Source: an optimization exercise on an open RTL-to-GDS flow (aim: small area, a short achievable clock period and few clock cycles per item). Production flows keep margins and buffers that such runs may drop. RTL that was checked went through simulation tests only; none was proved equivalent to the original.

==> inputs of trial 5 <==
Design flow_hash, start of the top module:
module flow_hash (
    input  wire         clk,
    input  wire         rst,
    input  wire         req_valid,
    output wire         req_ready,
    input  wire [319:0] req_key,
    input  wire [5:0]   req_len,
    input  wire [127:0] req_seed,
    input  wire [23:0]  req_nbuckets,
    output wire         resp_valid,
    input  wire         resp_ready,
    output wire [63:0]  resp_hash,
    output wire [23:0]  resp_bucket1,
    output wire [23:0]  resp_bucket2
);
    function [63:0] rotl(input [63:0] x, input integer b);
        rotl = (x << b) | (x >> (64 - b));
    endfunction
    function [63:0] add64(input [63:0] a, input [63:0] b);
        reg [63:0] g, p, gn, pn;
        integer i, l;
        begin
            g = a & b;
            p = a ^ b;
            for (l = 0; l < 6; l = l + 1) begin
                gn = g;
                pn = p;
                for (i = 0; i < 64; i = i + 1)
                    if ((i >> l) & 1) begin
                        gn[i] = g[i] | (p[i] & g[((i >> l) << l) - 1]);
                        pn[i] = p[i] & p[((i >> l) << l) - 1];
                    end
                g = gn;
                p = pn;
            end
            add64 = a ^ b ^ {g[62:0], 1'b0};
        end
    endfunction
  ...
clock: 12.0 ns
lec_check: 0
abc_area: 1
cap_margin: 20
core_margin: 2
core_utilization: 47
cts_cluster_diameter: 70
cts_cluster_size: 25
slew_margin: 20
standard.sh (not shown) runs the stock make flow with config.mk's settings and CLKGATE_MAP_FILE= SYNTH_SCRIPT=/design/flow/synth_recipe.tcl, a recipe that flattens the netlist after the stock synthesis.
==> flow/flow/run.sh <==
#!/bin/bash
# The standard layout, with every port buffered by a plain buf_1 instead of
# the delay buffer that buffer_ports picks by default, and timing repair
# aiming for 6 ns of setup slack. Each ORFS step keeps its own log under
# orfs/logs; make's own output goes to standard.log.
set -euo pipefail
export BUFFER_PORTS_ARGS="-buffer_cell sky130_fd_sc_hd__buf_1"
bash standard.sh SETUP_SLACK_MARGIN=6 finish > standard.log 2>&1
==> build 60: changes against trial 5 <==
--- a/flow/design.v
+++ b/flow/design.v
@@ -60,16 +60,14 @@
     reg         busy;        
     reg  [2:0]  blk;         
     reg         second;      
     reg         fin;         
     reg  [1:0]  fcnt;        
     reg  [63:0] v0, v1, v2, v3;
-    reg  [63:0] m_cur;
-    wire [63:0] m_next = msg_word((busy && !fin) ? blk + {2'b00, second} : 3'd0, req_key, req_len);
-    always @(posedge clk)
-        m_cur <= m_next;
+    wire [63:0] m_cur  = msg_word(blk, req_key, req_len);
+    wire [63:0] m_next = msg_word((busy && !fin) ? blk + 3'd1 : 3'd0, req_key, req_len);
     wire [63:0] a0 = add64(v0, v1);
     wire [63:0] b1 = rotl(v1, 13) ^ a0;
     wire [63:0] a2 = add64(v2, v3);
     wire [63:0] b3 = rotl(v3, 16) ^ a2;
     wire [63:0] c0 = add64(rotl(a0, 32), b3);       
     wire [63:0] c3 = rotl(b3, 21) ^ c0;             
@@ -85,14 +83,13 @@
     reg  [63:0] hash_r;
     reg  [23:0] nb;
     reg  [23:0] rem_lo, rem_hi;
     reg  [4:0]  dcnt;        
     reg         rvalid;
     reg         pend;        
-    reg         pend2;       
-    wire slot_free = (dcnt == 5'd0) && !pend && !pend2 && (!rvalid || resp_ready);
+    wire slot_free = (dcnt == 5'd0) && !rvalid && !pend;
     assign req_ready = take_rnd && slot_free;
     wire take = req_ready && req_valid;
     wire        sk22 = |nb[23:22];
     wire        sk18 = |nb[23:18];
     wire        sk12 = |nb[23:12];
     wire        sk6  = |nb[23:6];
@@ -112,13 +109,13 @@
                    s12 ? {12'b0, x[31:20]} : s6 ? {18'b0, x[31:26]} : 24'd0;
     endfunction
     function [1:0] dig_init(input [31:0] x, input s22, input s18, input s12, input s6);
         dig_init = s22 ? x[9:8] : s18 ? x[13:12] : s12 ? x[19:18] : s6 ? x[25:24] : x[31:30];
     endfunction
     wire [4:0] to_take = {1'b0, last_blk, 1'b0} + 5'd5;
-    wire [4:0] dwait   = last_rnd ? steps + 5'd2 : pend2 ? steps + 5'd1 : dcnt;
+    wire [4:0] dwait   = last_rnd ? steps + 5'd2 : (dcnt != 5'd0 || rvalid) ? dcnt + 5'd1 : 5'd0;
     wire       start   = load && req_valid && (dwait <= to_take);
     always @(posedge clk) begin
         if (rst) begin
             busy <= 1'b0;
         end else if (load) begin
             busy   <= start;
@@ -149,42 +146,21 @@
             v0 <= c0 ^ (blk_end ? m_cur : 64'd0);
             v1 <= c1;
             v2 <= n2 ^ (last_end ? 64'hFF : 64'd0);
             v3 <= c3 ^ ((blk_end && !last_end) ? m_next : 64'd0);
         end
     end
-    function [25:0] sub25(input [24:0] t, input [24:0] nn);
-        reg [24:0] g, p, gn, pn;
-        integer i, l;
-        begin
-            g = t & nn;
-            p = t ^ nn;
-            g[0] = t[0] | nn[0];
-            for (l = 0; l < 5; l = l + 1) begin
-                gn = g;
-                pn = p;
-                for (i = 0; i < 25; i = i + 1)
-                    if ((i >> l) & 1) begin
-                        gn[i] = g[i] | (p[i] & g[((i >> l) << l) - 1]);
-                        pn[i] = p[i] & p[((i >> l) << l) - 1];
-                    end
-                g = gn;
-                p = pn;
-            end
-            sub25 = {g[24], t ^ nn ^ {g[23:0], 1'b1}};
-        end
-    endfunction
     function [23:0] div_step(input [23:0] r, input [1:0] d, input [23:0] n);
         reg [24:0] t;
         reg [25:0] s;
         integer k;
         begin
             for (k = 1; k >= 0; k = k - 1) begin
                 t = {r, d[k]};
-                s = sub25(t, {1'b1, ~n});
-                r = s[25] ? s[23:0] : t[23:0];
+                s = {1'b0, t} - {2'b00, n};
+                r = s[25] ? t[23:0] : s[23:0];
             end
             div_step = r;
         end
     endfunction
     reg  [1:0] dig_lo, dig_hi;
     reg  [1:0] ndig_lo, ndig_hi;
@@ -198,36 +174,33 @@
                 ndig_hi = hash_r[32+2*j-3 -: 2];
             end
     end
     always @(posedge clk) begin
         if (take)
             nb <= req_nbuckets;
-        if (pend)
+        if (pend) begin
             hash_r <= hash;
-        if (pend2) begin
-            rem_lo <= rem_init(hash_r[31:0],  pow2, below, sk22, sk18, sk12, sk6);
-            rem_hi <= rem_init(hash_r[63:32], pow2, below, sk22, sk18, sk12, sk6);
-            dig_lo <= dig_init(hash_r[31:0],  sk22, sk18, sk12, sk6);
-            dig_hi <= dig_init(hash_r[63:32], sk22, sk18, sk12, sk6);
+            rem_lo <= rem_init(hash[31:0],  pow2, below, sk22, sk18, sk12, sk6);
+            rem_hi <= rem_init(hash[63:32], pow2, below, sk22, sk18, sk12, sk6);
+            dig_lo <= dig_init(hash[31:0],  sk22, sk18, sk12, sk6);
+            dig_hi <= dig_init(hash[63:32], sk22, sk18, sk12, sk6);
         end else if (dcnt != 5'd0) begin
             rem_lo <= div_step(rem_lo, dig_lo, nb);
             rem_hi <= div_step(rem_hi, dig_hi, nb);
             dig_lo <= ndig_lo;
             dig_hi <= ndig_hi;
         end
     end
     always @(posedge clk) begin
         if (rst) begin
             pend   <= 1'b0;
-            pend2  <= 1'b0;
             dcnt   <= 5'd0;
             rvalid <= 1'b0;
         end else begin
-            pend  <= take;
-            pend2 <= pend;
-            if (pend2) begin
+            pend <= take;
+            if (pend) begin
                 dcnt   <= steps;
                 rvalid <= pow2;
             end else if (dcnt != 5'd0) begin
                 dcnt <= dcnt - 5'd1;
                 if (dcnt == 5'd1)
                     rvalid <= 1'b1;
==> flow/flow/run.sh (replaced) <==
#!/bin/bash
# The standard layout, with every port buffered by a plain buf_1 instead of
# the delay buffer that buffer_ports picks by default, and timing repair
# aiming for 7 ns of setup slack. Each ORFS step keeps its own log under
# orfs/logs; make's own output goes to standard.log.
set -euo pipefail
export BUFFER_PORTS_ARGS="-buffer_cell sky130_fd_sc_hd__buf_1"
bash standard.sh SETUP_SLACK_MARGIN=7 finish > standard.log 2>&1
==> flow/config.mk (replaced) <==
export PLATFORM = sky130hd
export DESIGN_NAME = flow_hash
export DESIGN_NICKNAME = flow_hash
export VERILOG_FILES = /design/flow/design.v
export SDC_FILE = /design/flow/constraint.sdc
export NUM_CORES = 4
export LEC_CHECK = 0
export ABC_AREA = 1
export CAP_MARGIN = 20
export CORE_MARGIN = 2
export CORE_UTILIZATION = 40
export SLEW_MARGIN = 20
==> trial 93: changes against trial 5 <==
--- a/flow/design.v
+++ b/flow/design.v
@@ -89,36 +89,49 @@
     reg         rvalid;
     reg         pend;        
     reg         pend2;       
     wire slot_free = (dcnt == 5'd0) && !pend && !pend2 && (!rvalid || resp_ready);
     assign req_ready = take_rnd && slot_free;
     wire take = req_ready && req_valid;
-    wire        sk22 = |nb[23:22];
-    wire        sk18 = |nb[23:18];
-    wire        sk12 = |nb[23:12];
-    wire        sk6  = |nb[23:6];
+    wire        sk22c = |nb[23:22];
+    wire        sk18c = |nb[23:18];
+    wire        sk12c = |nb[23:12];
+    wire        sk6c  = |nb[23:6];
     reg  [23:0] below;
     integer q;
     always @(*) begin
         below[23] = 1'b0;
         for (q = 22; q >= 0; q = q - 1)
             below[q] = below[q+1] | nb[q+1];
     end
     wire        pow2  = ~|(nb & below);
-    wire [4:0]  steps = pow2 ? 5'd0 : sk22 ? 5'd5 : sk18 ? 5'd7 : sk12 ? 5'd10 : sk6 ? 5'd13 : 5'd16;
+    wire [4:0]  steps = pow2 ? 5'd0 : sk22c ? 5'd5 : sk18c ? 5'd7 : sk12c ? 5'd10 : sk6c ? 5'd13 : 5'd16;
+    reg         sk22, sk18, sk12, sk6, pw2;
+    always @(posedge clk)
+        if (pend) begin
+            sk22 <= sk22c;
+            sk18 <= sk18c;
+            sk12 <= sk12c;
+            sk6  <= sk6c;
+            pw2  <= pow2;
+        end
     function [23:0] rem_init(input [31:0] x, input p2, input [23:0] msk,
                              input s22, input s18, input s12, input s6);
         rem_init = p2  ? x[23:0] & msk :
                    s22 ? {2'b0, x[31:10]} : s18 ? {6'b0, x[31:14]} :
                    s12 ? {12'b0, x[31:20]} : s6 ? {18'b0, x[31:26]} : 24'd0;
     endfunction
     function [1:0] dig_init(input [31:0] x, input s22, input s18, input s12, input s6);
         dig_init = s22 ? x[9:8] : s18 ? x[13:12] : s12 ? x[19:18] : s6 ? x[25:24] : x[31:30];
     endfunction
+    function [1:0] dig_next(input [31:0] x, input s22, input s18, input s12, input s6);
+        dig_next = s22 ? x[7:6] : s18 ? x[11:10] : s12 ? x[17:16] : s6 ? x[23:22] : x[29:28];
+    endfunction
     wire [4:0] to_take = {1'b0, last_blk, 1'b0} + 5'd5;
-    wire [4:0] dwait   = last_rnd ? steps + 5'd2 : pend2 ? steps + 5'd1 : dcnt;
+    wire [4:0] dfirst  = pow2 ? 5'd1 : steps;
+    wire [4:0] dwait   = last_rnd ? dfirst + 5'd1 : pend2 ? dfirst : dcnt;
     wire       start   = load && req_valid && (dwait <= to_take);
     always @(posedge clk) begin
         if (rst) begin
             busy <= 1'b0;
         end else if (load) begin
             busy   <= start;
@@ -200,35 +213,35 @@
     end
     always @(posedge clk) begin
         if (take)
             nb <= req_nbuckets;
         if (pend)
             hash_r <= hash;
-        if (pend2) begin
-            rem_lo <= rem_init(hash_r[31:0],  pow2, below, sk22, sk18, sk12, sk6);
-            rem_hi <= rem_init(hash_r[63:32], pow2, below, sk22, sk18, sk12, sk6);
-            dig_lo <= dig_init(hash_r[31:0],  sk22, sk18, sk12, sk6);
-            dig_hi <= dig_init(hash_r[63:32], sk22, sk18, sk12, sk6);
-        end else if (dcnt != 5'd0) begin
-            rem_lo <= div_step(rem_lo, dig_lo, nb);
-            rem_hi <= div_step(rem_hi, dig_hi, nb);
-            dig_lo <= ndig_lo;
-            dig_hi <= ndig_hi;
+        if (pend2 && pw2) begin
+            rem_lo <= hash_r[23:0] & below;
+            rem_hi <= hash_r[55:32] & below;
+        end else if (pend2 || dcnt != 5'd0) begin
+            rem_lo <= div_step(pend2 ? rem_init(hash_r[31:0], 1'b0, below, sk22, sk18, sk12, sk6) : rem_lo,
+                               pend2 ? dig_init(hash_r[31:0], sk22, sk18, sk12, sk6) : dig_lo, nb);
+            rem_hi <= div_step(pend2 ? rem_init(hash_r[63:32], 1'b0, below, sk22, sk18, sk12, sk6) : rem_hi,
+                               pend2 ? dig_init(hash_r[63:32], sk22, sk18, sk12, sk6) : dig_hi, nb);
+            dig_lo <= pend2 ? dig_next(hash_r[31:0],  sk22, sk18, sk12, sk6) : ndig_lo;
+            dig_hi <= pend2 ? dig_next(hash_r[63:32], sk22, sk18, sk12, sk6) : ndig_hi;
         end
     end
     always @(posedge clk) begin
         if (rst) begin
             pend   <= 1'b0;
             pend2  <= 1'b0;
             dcnt   <= 5'd0;
             rvalid <= 1'b0;
         end else begin
             pend  <= take;
             pend2 <= pend;
             if (pend2) begin
-                dcnt   <= steps;
+                dcnt   <= pow2 ? 5'd0 : steps - 5'd1;
                 rvalid <= pow2;
             end else if (dcnt != 5'd0) begin
                 dcnt <= dcnt - 5'd1;
                 if (dcnt == 5'd1)
                     rvalid <= 1'b1;
             end else if (rvalid && resp_ready) begin
==> flow/flow/run.sh (replaced) <==
#!/bin/bash
# The standard layout, with every port buffered by a plain buf_1 instead of
# the delay buffer that buffer_ports picks by default, and timing repair
# aiming for 6.3 ns of setup slack. Each ORFS step keeps its own log under
# orfs/logs; make's own output goes to standard.log.
set -euo pipefail
export BUFFER_PORTS_ARGS="-buffer_cell sky130_fd_sc_hd__buf_1"
bash standard.sh SETUP_SLACK_MARGIN=6.3 finish > standard.log 2>&1
==> summary of the runs <==
Flip-flop and latch count, lowest first: build 60, trial 5, trial 93. Trial 93 passed the timing, design-rule and antenna checks. Trial 5 finished with timing, DRC and antenna clean. Build 60 ran to the end with no violations. Utilization: build 60 > trial 93 > trial 5. Against trial 5, the non-clock buffer count of build 60 is higher by 588.
Testbench counts of trial 5, summed over its fixed seeds: cycles 36,880, items 3,200.
Testbench counts of build 60, summed over its fixed seeds: cycles 36,872, items 3,200.
Function not checked in trial 93: the RTL went through the layout flow alone.

afterwards: timing with drivers on the ports:
Ports are ideal in the flow. The routed layouts listed here were re-timed in OpenROAD. Step 1, drivers: a clkbuf_16 drives clk and a buf_2 each remaining input, both assumed. Step 2 moves the port delays by t, midway between the first and last clock arrival at a register: inputs arrive t later, outputs are due t later. That takes back most of the time a late clock gives input paths. a / b / c = no drivers / after step 1 / after step 2; a / b = the first two.
run	t (ns)	setup WS [ns]	worst data-port slew with drivers (ns)	pins driven straight from the clock port
trial 5	0.768	5.925 / 5.925 / 5.779	0.24	1
build 60	0.789	6.177 / 6.177 / 5.900	0.21	1
trial 93	0.782	5.937 / 5.937 / 5.937	0.11	1
After both steps setup and hold are still met in every run listed. The setup slack of build 60, which loses most, moves by 0.000 ns with the drivers and by -0.277 ns with both steps.
